Background: an optimization exercise with open tools, aiming at small area. Do not read the settings as production practice.
The RTL was checked by simulation tests, not by an equivalence proof against the original design.
Power figures rest on the tool's default switching activity, not on a simulated workload.

### flow/run.sh
#!/bin/bash
# synth_recipe.tcl (not shown) runs the flow's synth.tcl, then flattens the netlist and writes it again
# the make line also repeats each setting of config.mk as NAME=value (left out here)
make -C /OpenROAD-flow-scripts/flow DESIGN_CONFIG=/design/flow/config.mk WORK_HOME=/design/flow/orfs CLKGATE_MAP_FILE= SYNTH_SCRIPT=/design/flow/synth_recipe.tcl finish
### flow/config.mk
export PLATFORM = sky130hd
export DESIGN_NAME = sinc_df
export DESIGN_NICKNAME = sinc_df
export VERILOG_FILES = /design/flow/design.v
export SDC_FILE = /design/flow/constraint.sdc
export NUM_CORES = 4
export LEC_CHECK = 0
export CAP_MARGIN = 20
export CORE_MARGIN = 2
export CORE_UTILIZATION = 40
export SLEW_MARGIN = 20
### flow/constraint.sdc
create_clock -name core_clock -period 22.0 [get_ports {clk}]
set_input_delay 4.4000 -clock core_clock [delete_from_list [all_inputs] [get_ports {clk}]]
set_output_delay 4.4000 -clock core_clock [all_outputs]
set_load 0.01 [all_outputs]
### flow/design.v
module sinc_df_add #(parameter W = 32) (
    input  wire [W-1:0] a,
    input  wire [W-1:0] b,
    input  wire         ci,
    output wire [W-1:0] s,
    output wire         co
);
    wire [W:0] c;
    assign c[0] = ci;
    genvar i;
    generate
        for (i = 0; i < W; i = i + 1) begin : g
            assign s[i]   = a[i] ^ b[i] ^ c[i];
            assign c[i+1] = (a[i] & b[i]) | (c[i] & (a[i] ^ b[i]));
        end
    endgenerate
    assign co = c[W];
endmodule
module sinc_df_inc #(parameter W = 32) (
    input  wire [W-1:0] a,
    input  wire         ci,
    output wire [W-1:0] s,
    output wire         co
);
    wire [W:0] c;
    assign c[0] = ci;
    genvar i;
    generate
        for (i = 0; i < W; i = i + 1) begin : g
            assign s[i]   = a[i] ^ c[i];
            assign c[i+1] = a[i] & c[i];
        end
    endgenerate
    assign co = c[W];
endmodule
module sinc_df (
    input  wire        clk,
    input  wire        rst,           
    input  wire [2:0]  cfg_ord,       
    input  wire [8:0]  cfg_osr,       
    input  wire [23:0] cfg_ofs,       
    input  wire [23:0] cfg_gain,      
    input  wire        restart,       
    input  wire        clk_loss,      
    input  wire        bit_valid,     
    input  wire        bit_in,
    output reg         out_stb,       
    output reg  [15:0] df_result,     
    output reg         df_valid,
    output reg  [6:0]  df_count,      
    output wire        settling,
    output reg         stuck,
    output reg  [15:0] loss_count     
);
    reg       run_bit;
    reg [5:0] run_len;                
    wire same_bit     = (bit_in == run_bit) && (stuck || run_len != 6'd0);
    wire stuck_detect = bit_valid && !stuck && same_bit && (run_len == 6'd63);
    wire stuck_end    = bit_valid && stuck && !same_bit;
    wire bit_take     = bit_valid && (stuck ? !same_bit : !stuck_detect);
    wire flush = restart || clk_loss || stuck_detect;
    wire [5:0] run_inc;
    sinc_df_inc #(6) u_run (.a(run_len), .ci(1'b1), .s(run_inc), .co());
    wire [1:0] nm1 = cfg_ord[2] ? 2'd3 : (cfg_ord[1:0] - 2'd1);    
    wire       n4  = (nm1 == 2'd3);
    wire       n3p = nm1[1];                                       
    wire       n2p = (nm1 != 2'd0);                                
    reg  [7:0] phase;
    wire [7:0] phase_inc;
    wire       phase_co;
    sinc_df_inc #(8) u_phase (.a(phase), .ci(1'b1), .s(phase_inc), .co(phase_co));
    wire       window_end = bit_take && ({phase_co, phase_inc} == cfg_osr);
    reg  [1:0] out_n;                 
    reg        pend;                  
    reg        pend_ok;               
    reg [31:0] integ1, integ2, integ3, integ4;
    reg [31:0] zc1, zc2, zc3;         
    wire [31:0] a1, a2, a3, a4;
    wire [31:0] tk = {32{bit_take}};
    sinc_df_inc #(32) u_i1 (.a(integ1), .ci(bit_take & bit_in), .s(a1), .co());
    sinc_df_add #(32) u_i2 (.a(integ2), .b(a1 & tk), .ci(1'b0), .s(a2), .co());
    sinc_df_add #(32) u_i3 (.a(integ3), .b(a2 & tk), .ci(1'b0), .s(a3), .co());
    sinc_df_add #(32) u_i4 (.a(integ4), .b(a3 & tk), .ci(1'b0), .s(a4), .co());
    wire [31:0] c1, c2, d;
    sinc_df_add #(32) u_c1 (.a(integ4), .b(zc1), .ci(1'b1), .s(c1), .co());
    sinc_df_add #(32) u_c2 (.a(c1),     .b(zc2), .ci(1'b1), .s(c2), .co());
    sinc_df_add #(32) u_c3 (.a(c2),     .b(zc3), .ci(1'b1), .s(d),  .co());
    reg [32:0] pc;                    
    reg [8:0]  pacc;
    reg [1:0]  pm;                    
    reg [5:0]  pcnt;
    wire [8:0] psum;
    wire       psum_co;
    sinc_df_add #(9) u_pm (.a(pacc), .b(cfg_osr & {9{~pc[0]}}), .ci(1'b0), .s(psum), .co(psum_co));
    wire [5:0] pcnt_inc;
    sinc_df_inc #(6) u_pcnt (.a(pcnt), .ci(1'b1), .s(pcnt_inc), .co());
    reg        busy;
    reg [4:0]  cnt;                   
    reg [31:0] r;
    reg        qb1, qb2, allones;
    reg [47:0] acc;
    wire [32:0] trial;
    wire        ge;                   
    sinc_df_add #(33) u_div (.a({r, 1'b0}), .b(pc), .ci(1'b1), .s(trial), .co(ge));
    wire [25:0] cx   = {2'b00, ~cfg_ofs[23], cfg_ofs[22:0]};
    wire        cbit = cx[cnt];
    wire        rnd  = (cnt == 5'd0) && qb1 && !allones;
    wire        dneg = !qb2 && cbit && !rnd;
    wire        dtwo = qb2 && !cbit && rnd;
    wire        dnz  = rnd ? (qb2 || !cbit) : (qb2 ^ cbit);
    wire [24:0] g2   = dtwo ? {cfg_gain, 1'b0} : {cfg_gain[23], cfg_gain};
    wire [24:0] gop  = (g2 & {25{dnz}}) ^ {25{dneg}};
    wire [48:0] hsum;
    sinc_df_add #(49) u_h (.a({acc, dneg}), .b({{24{gop[24]}}, gop}), .ci(1'b0), .s(hsum), .co());
    wire        res_ok  = (hsum[48] == hsum[47]) && (hsum[47] == hsum[46]);
    wire [15:0] res_sat = res_ok ? hsum[46:31] : (hsum[48] ? 16'h8000 : 16'h7fff);
    wire [15:0] loss_inc;
    wire        loss_co;
    sinc_df_inc #(16) u_loss (.a(loss_count), .ci(1'b1), .s(loss_inc), .co(loss_co));
    wire [6:0]  count_inc;
    sinc_df_inc #(7) u_count (.a(df_count), .ci(1'b1), .s(count_inc), .co());
    assign settling = !df_valid && !stuck;
    always @(posedge clk) begin
        integ1 <= (rst || flush || !n4)  ? 32'd0 : a1;
        integ2 <= (rst || flush || !n3p) ? 32'd0 : a2;
        integ3 <= (rst || flush || !n2p) ? 32'd0 : a3;
        integ4 <= (rst || flush || pend) ? 32'd0 : a4;
        if (rst || flush) begin
            zc1 <= 32'hffffffff;
            zc2 <= 32'hffffffff;
            zc3 <= 32'hffffffff;
        end else if (pend) begin
            zc1 <= n2p ? ~integ4 : 32'hffffffff;
            zc2 <= n3p ? ~c1     : 32'hffffffff;
            zc3 <= n4  ? ~c2     : 32'hffffffff;
        end
    end
    always @(posedge clk) begin
        if (rst) begin
            run_bit    <= 1'b0;
            run_len    <= 6'd0;
            stuck      <= 1'b0;
            phase      <= 8'd0;
            out_n      <= 2'd0;
            pend       <= 1'b0;
            pend_ok    <= 1'b0;
            busy       <= 1'b0;
            out_stb    <= 1'b0;
            df_result  <= 16'd0;
            df_valid   <= 1'b0;
            df_count   <= 7'd0;
            loss_count <= 16'd0;
        end else begin
            out_stb <= 1'b0;
            if (bit_valid) begin
                run_bit <= bit_in;
                run_len <= same_bit ? run_inc : 6'd1;
            end
            if (stuck_detect)
                stuck <= 1'b1;
            else if (stuck_end)
                stuck <= 1'b0;
            if (flush) begin
                phase    <= 8'd0;
                out_n    <= 2'd0;
                pend     <= 1'b0;
                busy     <= 1'b0;
                df_valid <= 1'b0;
                if ((clk_loss || stuck_detect) && !loss_co)
                    loss_count <= loss_inc;
            end else begin
                if (bit_take)
                    phase <= window_end ? 8'd0 : phase_inc;
                pend <= window_end;
                if (window_end) begin
                    pend_ok <= (out_n >= nm1);
                    if (out_n != 2'd3)
                        out_n <= out_n + 2'd1;
                end
                if (busy && cnt == 5'd0) begin
                    busy      <= 1'b0;
                    df_result <= res_sat;
                    df_valid  <= 1'b1;
                    df_count  <= count_inc;
                    out_stb   <= 1'b1;
                end
                if (pend && pend_ok)
                    busy <= 1'b1;
            end
        end
    end
    always @(posedge clk) begin
        if (pend) begin
            r       <= d;
            cnt     <= 5'd25;
            qb1     <= 1'b0;
            qb2     <= 1'b0;
            allones <= 1'b1;
            acc     <= 48'd16;
        end else begin
            r       <= ge ? trial[31:0] : {r[30:0], 1'b0};
            cnt     <= cnt - 5'd1;
            qb1     <= ge;
            qb2     <= qb1;
            allones <= allones & (ge | (cnt == 5'd1));
            acc     <= hsum[47:0];
        end
        if (rst || restart) begin
            pc   <= ~{24'd0, cfg_osr};
            pacc <= 9'd0;
            pm   <= nm1;
            pcnt <= 6'd0;
        end else if (pm != 2'd0) begin
            pc   <= {~psum[0], pc[32:1]};
            pacc <= {psum_co, psum[8:1]};
            pcnt <= (pcnt == 6'd32) ? 6'd0 : pcnt_inc;
            if (pcnt == 6'd32)
                pm <= pm - 2'd1;
        end
    end
endmodule
==> results_dict.tcl <==
set metrics [dict create \
    status "complete, but fails checks" \
    check.faults "setup timing" \
    power_density_nw_per_um2 102 \
    cts_tree "done" \
    layout_setup_ws_ns -1.08 \
    cts_num_sinks 424 \
    synth_edf_count 35 \
    die_area_um2 59900 \
    drv_cap 0 \
    max_stage_delay_ns 0.48 \
    p_sw_share_pct 33.6 \
    drc 0 \
    ir_worst_vdd_mv 0.0791 \
    dpl.hpwl_mm 31.5 \
    antenna_found_initial 4 \
    port_buffers 108 \
    fp.dieH_um 245 \
    rsz0062_at_grt "yes" \
    first_pass_iters 5 \
    syn_avg_cell_area_um2 10.2 \
    seqPwrFrac_pct 34.0 \
    dpl.cell_count 3050 \
    fin_tns_setup_ns -17.28 \
    drt_wl_total_mm 45.7 \
    p_int_uw 1820 \
    ys_seq_area_share_pct 38.1 \
    p_sw_uw 919 \
    place.gp.congestion 0.780 \
    period_share_pct 105 \
    crit_arrival_ns 23.59 \
    nets 2758 \
    grt-ovfl-total 0 \
    slew_violations 0 \
    hold_violations 0 \
    instances_no_fill 3148 \
    cpMostUsedCell "fa_2" \
    vias 15000 \
    avgRoutedWirePerCell_um 14.5 \
    cts_root_buf "clkbuf_16" \
    drt_iter0_drc 711 \
    n_fill_cell 5390 \
    grt_max_degree 127 \
    worstSetupEndpointType "register" \
    synth-seq-cells 424 \
    ys_types 62 \
    critPathKind "in -> reg" \
    power_frac_comb_pct 37.4 \
    die_w_um 245 \
    antenna_left 0 \
    h-tree-depth 2 \
    grt_usage_pct 15.8 \
    relSlewSlack_pct 30.3 \
    core_um2 57500 \
    cts_hold_buf 0 \
    cp_top_family "adder cells" \
    grt_pass1_vias 15900 \
    clkLatencyLatePin_ns 0.61 \
    synth_cells 2271 \
    path_max_fanout 7 \
    viasPerCell 4.77 \
    critical_path_buf_inv_count 6 \
    crit_required_ns 22.51 \
    drive_gt1_share_pct 9.67 \
    setup_viol 18 \
    start_util_pct 40.3 \
    power_leakage_uw 0.0117 \
    yosys_most_used_dff "dfxtp_1" \
    clock_path_buffers 3 \
    io_pins 109 \
    syn_area_um2 23200 \
    max_freq_mhz 43.3 \
    skew_ns 0.0602 \
    synth-warning-count 1 \
    final_cell_mix "dfxtp_1, inv_1, fa_1" \
    clk_pin_slew_worst_paths_ns 0.06 \
    rrSetupSlack_ns 2.06 \
    cp-start-kind "input port" \
    grt_pass1_wl_mm 78.8 \
    final_core_util_pct 46.6 \
    syn_to_final_growth_pct 15.5 \
    crit_slowest_cell "mux4_2" \
    hp-class "reg -> reg" \
    numCtsBuffers 48 \
    fin_crit_ns 23.08 \
    synth-async-reset-ratio_pct 0 \
    layout_commonest_cell "dfxtp_1" \
    synth_nets 2689 \
    p_clk_share_pct 28.6 \
    tightest_slew_ns 1.05 \
    rows 88 \
]
==> metal layers <==
layer,track usage [%],share of wire (%)
met4,4.73,2.1
met5,0,0
met3,2.46,3.0
met1,21.1,46
met2,26.6,49
==> final timing paths <==
path	start	to	depth (start not counted)
max	cfg_ofs[11]	df_result[4]$_SDFFE_PP0P_	64
min	allones$_SDFF_PP1_	allones$_SDFF_PP1_	1
max reg2reg	cnt[0]$_SDFF_PP1_	df_result[4]$_SDFFE_PP0P_	63
min reg2reg	allones$_SDFF_PP1_	allones$_SDFF_PP1_	1
==> cell families (layout without fill, tap and decap cells) <==
family                   Yosys count  count (layout)  share of synthesized area [%]
AO/OA/AOI/OAI                    299             301                           7.72
XOR/XNOR                          53              53                           2.06
adder cells (fa/ha/maj)          352             352                           27.6
buffers and inverters            370             476                           6.21
flip-flops                       424             424                           38.1
multiplexers                      29              29                           1.63
other                              0               4                              0
AND/OR/NAND/NOR                  744             744                           16.7
==> cell type report <==
class	count	area, um^2	area share (%)
clock inverters	13	140	0.523
diodes	4	10.0	0.0374
clock buffers	76	1400	5.21
well taps	765	957	3.57
flip-flops and latches	424	8840	33.0
multi-input cells	1479	13200	49.3
inverters	244	921	3.44
repair buffers	143	1310	4.87
==> what timing repair did <==
action,CTS,global route
cloned,2,0
setup endpoints to repair,19,20
gates resized for setup,70,6
pin swaps,10,12
buffers inserted,2,1
==> cell usage after synthesis, types with 2 or more instances <==
library cell	count	share of area (%)
nor2b_1	41	1.1
mux4_2	7	0.68
xnor2_1	39	1.5
dfxtp_1	389	34
ha_1	86	4.6
or3_1	24	0.65
buf_2	9	0.19
nor4_1	3	0.081
and3_1	35	0.94
a21o_1	3	0.097
o21ai_0	117	2.5
nand3_1	57	1.2
a211oi_2	14	0.76
o21a_1	4	0.13
clkbuf_1	106	1.7
nor2_1	162	2.6
a21oi_1	109	2.4
nor3_1	6	0.13
edfxtp_1	35	4.5
a221o_1	2	0.086
nand2b_1	8	0.22
mux2i_1	21	0.91
buf_1	7	0.11
o31ai_1	2	0.065
nand2_1	164	2.7
or4_1	2	0.065
o21bai_1	2	0.065
and3b_1	2	0.076
inv_1	243	3.9
a211oi_1	32	1.0
nand3b_1	17	0.55
buf_6	3	0.15
xor2_1	13	0.49
a31o_2	2	0.076
and2_1	180	4.9
nor3b_1	34	1.1
fa_1	266	23
==> metrics by stage <==
step | instance area, um^2 | setup slack [ns] | hold WS, ns | power (uW)
after CTS | 26700 | -1.11 | 0.459 | 2760
after global placement | 25200 | -1.85 | 0.437 | 1870
final | 26800 | -1.08 | 0.457 | 2730
after floorplan | 23400 | -1.28 | 0.427 | 1660
after detailed placement | 25200 | -2.15 | 0.446 | 1920
after global routing | 26800 | -1.51 | 0.471 | 2950
==> worst reg2reg max path: cells and delay by family, from the launching register on <==
family / cells / cell delay, ns
buffers and inverters: 5 / 0.24
adder cells (fa/ha/maj): 49 / 16.34
AND/OR/NAND/NOR: 2 / 0.27
flip-flops: 1 / 0.64
AO/OA/AOI/OAI: 2 / 0.64
XOR/XNOR: 1 / 0.17
multiplexers: 4 / 1.55
==> power groups by stage <==
stage | Clock [uW] | Combinational, uW | Sequential [uW]
after floorplan | 0 | 726 | 934
after global placement | 0 | 930 | 944
final | 782 | 1020 | 930
after CTS | 806 | 1030 | 931
after detailed placement | 0 | 977 | 946
after global routing | 837 | 1170 | 940
==> state kept, by name (all words and copies together), names as in the netlist, 32 cells and up <==
register / cells
zc1: 32
r: 32
integ4: 32
integ2: 32
acc: 48
zc3: 32
zc2: 32
pc: 33
integ1: 32
integ3: 32

[what the ideal ports hide]
How much do the figures lean on ideal ports? The routed layout below was timed once more, with nothing changed but the port constraints.
Step 1 sets driving cells, clkbuf_16 on the clock port and buf_2 on the other inputs (assumed; they add their load-dependent delay and slew).
Step 2 times the ports against the registers' clock, not the clock port: input delays grow and output delays shrink by t, the midpoint of the rising clock arrivals with the driver on.
Three values: ideal ports, drivers, drivers and shift; two values: the first two.
shift t [ns]: 0.637
slack for setup (ns): -1.084 / -1.061 / -1.698
hold slack, ns: 0.457 / 0.457 / 0.457
For this run, drivers alone change the setup slack by +0.023 ns; drivers and shift together by -0.614 ns.
